What follows belongs to an exercise in optimizing a design on an open flow for small area, a short achievable clock period and few clock cycles; a production flow would make more cautious choices. For this run, only the layout was checked, not whether the RTL still works.

[design/flow/run.sh]
#!/bin/bash
# synth_recipe.tcl (not shown) runs the flow's synth.tcl, then flattens the netlist and writes it again
# the make line also repeats each setting of config.mk as NAME=value (left out here)
make -C /OpenROAD-flow-scripts/flow DESIGN_CONFIG=/design/flow/config.mk WORK_HOME=/design/flow/orfs CLKGATE_MAP_FILE= SYNTH_SCRIPT=/design/flow/synth_recipe.tcl finish
[design/flow/config.mk]
export PLATFORM = sky130hd
export DESIGN_NAME = wacc8
export DESIGN_NICKNAME = wacc8
export VERILOG_FILES = /design/flow/design.v
export SDC_FILE = /design/flow/constraint.sdc
export NUM_CORES = 4
export LEC_CHECK = 0
export CAP_MARGIN = 20
export CORE_MARGIN = 2
export CORE_UTILIZATION = 40
export SLEW_MARGIN = 20
[design/flow/constraint.sdc]
create_clock -name core_clock -period 36.0 [get_ports {clk}]
set_input_delay 7.2000 -clock core_clock [delete_from_list [all_inputs] [get_ports {clk}]]
set_output_delay 7.2000 -clock core_clock [all_outputs]
set_load 0.01 [all_outputs]
[design/flow/design.v]
module wacc8 (
    input  wire         clk,
    input  wire         rst,           
    input  wire         in_valid,
    output wire         in_ready,
    input  wire         in_first,      
    input  wire         in_last,       
    input  wire [2:0]   in_fmt_a,      
    input  wire [2:0]   in_fmt_b,
    input  wire [63:0]  in_a,          
    input  wire [63:0]  in_b,
    input  wire [7:0]   in_scale_a,    
    input  wire [7:0]   in_scale_b,
    input  wire [9:0]   in_anchor,     
    input  wire [127:0] in_init,       
    output wire         out_valid,
    output wire [127:0] out_word,
    output wire         out_ovf,       
    output wire         out_span       
);
    localparam ACC_W = 113;
    reg         ready_q;
    assign in_ready = ready_q;
    wire take = in_valid & ready_q;
    reg         v0, f0, l0;
    reg [2:0]   fa0, fb0;
    reg [63:0]  a0, b0;
    reg [7:0]   sa0, sb0;
    reg [9:0]   anc0;
    reg [114:0] init_q;                
    always @(posedge clk) begin
        ready_q <= rst | ~(take & in_first & in_last);
        v0  <= take & ~rst;
        f0  <= take & in_first;
        l0  <= take & in_last;
        fa0 <= in_fmt_a;
        fb0 <= in_fmt_b;
        a0  <= in_a;
        b0  <= in_b;
        sa0 <= in_scale_a;
        sb0 <= in_scale_b;
        anc0 <= in_anchor;
        if (take & in_first)
            init_q <= {in_init[127:125], in_init[111:0]};
    end
    function [11:0] decode;            
        input [7:0] x;
        input [2:0] fmt;
        reg s, nan, inf;
        reg [4:0] e, q;
        reg [3:0] sig;
        begin
            s = 1'b0; nan = 1'b0; inf = 1'b0; e = 5'd0; q = 5'd0; sig = 4'd0;
            case (fmt)
                3'd1: begin                                
                    s = x[7];
                    e = x[6:2];
                    sig = {1'b0, e != 5'd0, x[1:0]};
                    q = ((e == 5'd0) ? 5'd1 : e) - 5'd1;
                    if (e == 5'd31) begin
                        inf = (x[1:0] == 2'd0);
                        nan = (x[1:0] != 2'd0);
                        sig = 4'd0;
                    end
                end
                3'd2: begin                                
                    s = x[5];
                    e = {3'd0, x[4:3]};
                    sig = {e != 5'd0, x[2:0]};
                    q = ((e == 5'd0) ? 5'd1 : e) + 5'd12;
                end
                3'd3: begin                                
                    s = x[5];
                    e = {2'd0, x[4:2]};
                    sig = {1'b0, e != 5'd0, x[1:0]};
                    q = ((e == 5'd0) ? 5'd1 : e) + 5'd11;
                end
                3'd4: begin                                
                    s = x[3];
                    e = {3'd0, x[2:1]};
                    sig = {2'b0, e != 5'd0, x[0]};
                    q = ((e == 5'd0) ? 5'd1 : e) + 5'd14;
                end
                default: begin                             
                    s = x[7];
                    e = {1'b0, x[6:3]};
                    sig = {e != 5'd0, x[2:0]};
                    q = ((e == 5'd0) ? 5'd1 : e) + 5'd6;
                    if (x[6:0] == 7'h7F) begin
                        nan = 1'b1;
                        sig = 4'd0;
                    end
                end
            endcase
            decode = {nan, inf, s, q, sig};
        end
    endfunction
    localparam BW = 68;                
    reg [BW-1:0] t [0:7];              
    reg          beat_nan, beat_pinf, beat_ninf;
    integer i;
    reg [11:0] da, db;
    reg        za, zb, sp, nz;
    reg [7:0]  pmag;
    reg [5:0]  sh;
    reg [8:0]  pv;
    always @* begin
        beat_nan  = 1'b0;
        beat_pinf = 1'b0;
        beat_ninf = 1'b0;
        for (i = 0; i < 8; i = i + 1) begin
            da = decode(a0[8*i +: 8], fa0);
            db = decode(b0[8*i +: 8], fb0);
            za = (da[3:0] == 4'd0) & ~da[11] & ~da[10];
            zb = (db[3:0] == 4'd0) & ~db[11] & ~db[10];
            sp = da[9] ^ db[9];
            if (da[11] | db[11]) begin
                beat_nan = 1'b1;
            end else if (da[10] | db[10]) begin
                if (za | zb)
                    beat_nan = 1'b1;
                else if (sp)
                    beat_ninf = 1'b1;
                else
                    beat_pinf = 1'b1;
            end
            pmag = da[3:0] * db[3:0];
            sh   = {1'b0, da[8:4]} + {1'b0, db[8:4]};
            pv   = sp ? (9'd0 - {1'b0, pmag}) : {1'b0, pmag};
            t[i] = {{(BW-9){pv[8]}}, pv} << sh;
        end
    end
    function [2*BW-1:0] csa;           
        input [BW-1:0] x, y, z;
        reg [BW-1:0] s, c;
        begin
            s = x ^ y ^ z;
            c = (x & y) | (x & z) | (y & z);
            csa = {c[BW-2:0], 1'b0, s};
        end
    endfunction
    wire [2*BW-1:0] l1a = csa(t[0], t[1], t[2]);
    wire [2*BW-1:0] l1b = csa(t[3], t[4], t[5]);
    wire [2*BW-1:0] l2a = csa(l1a[BW-1:0], l1a[2*BW-1:BW], l1b[BW-1:0]);
    wire [2*BW-1:0] l2b = csa(l1b[2*BW-1:BW], t[6], t[7]);
    wire [2*BW-1:0] l3  = csa(l2a[BW-1:0], l2a[2*BW-1:BW], l2b[BW-1:0]);
    wire [2*BW-1:0] l4  = csa(l3[BW-1:0], l3[2*BW-1:BW], l2b[2*BW-1:BW]);
    wire [BW-1:0] beat_sum = l4[BW-1:0] + l4[2*BW-1:BW];
    reg  [9:0]  anc_q;                 
    wire [9:0]  anc_cur  = f0 ? anc0 : anc_q;
    wire        scale_nan = (sa0 == 8'hFF) | (sb0 == 8'hFF);
    wire [11:0] d = {4'd0, sa0} + {4'd0, sb0} - 12'd223 - {{2{anc_cur[9]}}, anc_cur};
    wire        in_win  = ~d[11] & (d[10:5] == 6'd0);
    wire        use_beat = v0 & ~scale_nan & in_win;
    reg          v1, f1, l1, u1;
    reg [BW-1:0] bs1;
    reg [4:0]    d1;
    reg          nan1, pinf1, ninf1, span1;
    always @(posedge clk) begin
        anc_q <= anc_cur;
        v1    <= v0 & ~rst;
        f1    <= f0;
        l1    <= l0 & ~rst;
        u1    <= use_beat;
        bs1   <= beat_sum;
        d1    <= d[4:0];
        nan1  <= v0 & (scale_nan | (use_beat & beat_nan));
        pinf1 <= use_beat & beat_pinf;
        ninf1 <= use_beat & beat_ninf;
        span1 <= v0 & ~scale_nan & ~in_win;
    end
    reg [ACC_W-1:0] acc_q;
    reg             nan_q, pinf_q, ninf_q, span_q, ovf_q, ov_q;
    reg [9:0]       anc2;
    wire [BW-1:0]    bsu      = bs1 & {BW{u1}};
    wire [ACC_W-1:0] contrib  = {{(ACC_W-BW){bsu[BW-1]}}, bsu} << d1;
    wire [ACC_W-1:0] acc_base = f1 ? {init_q[111], init_q[111:0]} : acc_q;
    wire [ACC_W-1:0] acc_next = acc_base + contrib;
    always @(posedge clk) begin
        acc_q  <= acc_next;
        nan_q  <= (f1 ? init_q[112] : nan_q)  | nan1;
        pinf_q <= (f1 ? init_q[113] : pinf_q) | pinf1;
        ninf_q <= (f1 ? init_q[114] : ninf_q) | ninf1;
        span_q <= (~f1 & span_q) | span1;
        ovf_q  <= acc_next[ACC_W-1] ^ acc_next[ACC_W-2];
        anc2   <= anc_q;
        ov_q   <= v1 & l1 & ~rst;
    end
    assign out_valid = ov_q;
    assign out_word  = {ninf_q, pinf_q, nan_q | ovf_q, 3'd1, anc2, acc_q[111:0]};
    assign out_ovf   = ovf_q;
    assign out_span  = span_q;
endmodule
==> run notes <==
-- metal layers --
metal / global-route usage / wire length, microns / vias up
met1: 0.4242 / 111600 / 29370
met3: 0.06081 / 23940 / 563
li1: - / - / 28100
met4: 0.1704 / 16780 / 12
met5: 0 / 81 / -
met2: 0.4777 / 111800 / 3024
-- per-stage QoR --
| step | std cells | util | setup slack [ps] |
|---|---|---|---|
| after global placement | 10020 | 0.4345 | 22070 |
| after CTS | 10120 | 0.4467 | 22020 |
| after detailed placement | 10020 | 0.4346 | 22060 |
| after global routing | 10120 | 0.4469 | 21400 |
| after floorplan | 7969 | - | 24770 |
| final | 10130 | 0.4469 | 21930 |
-- flip-flops by register name (all words and copies together), names as in the netlist, 5 cells and up --
register	flops
init_q	115
acc_q	113
bs1	68
a0	64
b0	64
anc0	10
anc2	10
anc_q	10
sa0	8
sb0	8
d1	5
-- area by class of cell --
cell class	count	area, sq um
well taps	2072	2592
repair buffers	546	5120
clock inverters	35	374.1
multi-input cells	6296	47540
clock buffers	69	1541
inverters	607	2278
flip-flops and latches	499	11160
diodes	1	2.502
fillers	15750	87400
-- cell families after synthesis --
kind of cell	after synthesis	synth area share
flip-flops	499	0.1756
multiplexers	437	0.08078
XOR/XNOR	355	0.04955
other	2	0.0001183
AO/OA/AOI/OAI	2347	0.2298
AND/OR/NAND/NOR	2297	0.1652
buffers and inverters	1174	0.07766
adder cells (fa/ha/maj)	857	0.2213
-- placed cells by master (no fill, tap or decap), drive strengths merged, types with 105 or more instances in the layout --
cell             n
mux2i          226
dfxtp          384
inv            603
mux2           168
edfxtp         115
nand3          188
a21oi          714
nor2           818
o21ai          647
nor3           123
xor2           126
ha             413
a21o           165
a31oi          105
xnor2          227
buf            138
clkdlybuf4s50  408
fa             443
nand2          660
-- final timing paths --
check                                       from         endpoint  slack [ps]  cells past startpoint
worst max-delay path              fa0[0]$_DFF_P_  bs1[65]$_DFF_P_       21930                     41
worst min-delay path            anc_q[6]$_DFF_P_  anc2[6]$_DFF_P_         330                      0
worst max register to register    fa0[0]$_DFF_P_  bs1[65]$_DFF_P_       21930                     41
worst min register to register  anc_q[6]$_DFF_P_  anc2[6]$_DFF_P_         330                      0
==> results.sh <==
export IMPL_core_area_sq_um=158000
export IMPL_grt_max_degree=87
export IMPL_post_cts_buffers=0
export IMPL_yosysMostFrequentCell="nor2_1"
export IMPL_cts_resized_gates=0
export IMPL_dieArea_sq_um=161800
export IMPL_ios=425
export IMPL_route_detailed_drc=0
export IMPL_status="finished clean"
export IMPL_synth_top_area_cell="fa_1"
export IMPL_start_util=0.4016
export IMPL_syn_to_final_growth_pct=11.28
export IMPL_clock_root_buffer="clkbuf_16"
export IMPL_relSlewSlack=0.2220
export IMPL_path_clk_slew_ps=70
export IMPL_clk_latency_ps=700
export IMPL_antenna_left=0
export IMPL_ys_async_sr_fraction=0
export IMPL_drt_iter0_markers=6955
export IMPL_wire_per_inst_microns=26.10
export IMPL_final_area_sq_um=70620
export IMPL_dr_pass1_iters=7
export IMPL_port_buffers=408
export IMPL_die_w_microns=402.3
export IMPL_overflow=0
export IMPL_hp_class="flop to flop"
export IMPL_cp_top_family="compound AO/OA/AOI/OAI gates"
export IMPL_placed_area_sq_um=68670
export IMPL_slowest_stage="a21oi_1"
export IMPL_cap_violations=0
export IMPL_endpoint_kind="flop"
export IMPL_crit_type="flop to flop"
export IMPL_synth_avg_cell_area_sq_um=7.964
export IMPL_cts_tree="built"
export IMPL_hold_viol=0
export IMPL_vias=61070
export IMPL_h_tree_depth=2
export IMPL_setup_viol=0
export IMPL_grt_usage=0.3158
export IMPL_grt_pass1_vias=57930
export IMPL_yosysUniqueCellTypes=117
export IMPL_cts_buffers=55
export IMPL_yosys_top_cells_area="fa_1 14%, dfxtp_1 12%, ha_1 8.1%, a21oi_1 5.6%, edfxtp_1 5.4%"
export IMPL_path_buf_inv=5
export IMPL_dp_hpwl_microns=219300
export IMPL_timing_fmax_mhz=71.09
export IMPL_ys_ff_latch=499
export IMPL_ys_seq_area_frac=0.1756
export IMPL_finalSetupTns_ps=0
export IMPL_slowest_delay_ps=760
export IMPL_nNetsFinal=9154
export IMPL_final_max_slew_viol_count=0
export IMPL_synth_edf_count=115
export IMPL_ys_flop_type="dfxtp_1"
export IMPL_clock_sinks=499
export IMPL_grt_pass1_wl_microns=384000
export IMPL_routed_wl_microns=264200
export IMPL_via_per_inst=6.032
export IMPL_worstMarginPinSlew_ps=1134
export IMPL_finalCriticalPeriod_ps=14070
export IMPL_cp_common_cell="fa_1"
export IMPL_yosysTopAreaCellShare=0.1398
export IMPL_rsz0062_at_grt="false"
export IMPL_synth_area_sq_um=63460
export IMPL_clockBufferDepth=3
export IMPL_place_congestion=1.103
export IMPL_dieHeight_microns=402.3
export IMPL_antenna_found_initial=12
export IMPL_fin_skew_ps=33.96
export IMPL_hold_slack_ps=328.5
export IMPL_synth_cells=7968
export IMPL_cp_arrival_ps=14680
export IMPL_cp_start_kind="flop"
export IMPL_crit_required_ps=36610
export IMPL_drive_gt1_frac=0.07402
export IMPL_crit_fanout=56
export IMPL_yosysWarnings=2
export IMPL_fin_crit_sh=0.3907
export IMPL_rows=146
export IMPL_holdBufCountCts=0
export IMPL_synth_top_cells_by_count="816 x nor2_1, 714 x a21oi_1, 659 x nand2_1, 617 x o21ai_0, 597 x inv_1"

-- afterwards: timing with drivers on the ports --
How much do the figures lean on ideal ports? The routed layout below was timed once more, with nothing changed but the port constraints. Step 1: set_driving_cell puts a clkbuf_16 on clk and a buf_2 on each other input, an assumption about the parent block. Step 2 moves the port delays by t, midway between the first and last clock arrival at a register: inputs arrive t later, outputs are due t later. That takes back most of the time a late clock gives input paths. a / b / c = ideal ports / drivers / drivers and shift; a / b = the first two.
t (ns): 0.764
setup slack, ns: 21.933 / 21.933 / 21.933
worst setup path after step 2: register to register
clock arrival spread, ns: 0.034 / 0.035
After both steps setup and hold are still met in this run. The setup slack of this run moves by 0.000 ns with the drivers and by 0.000 ns with both steps.
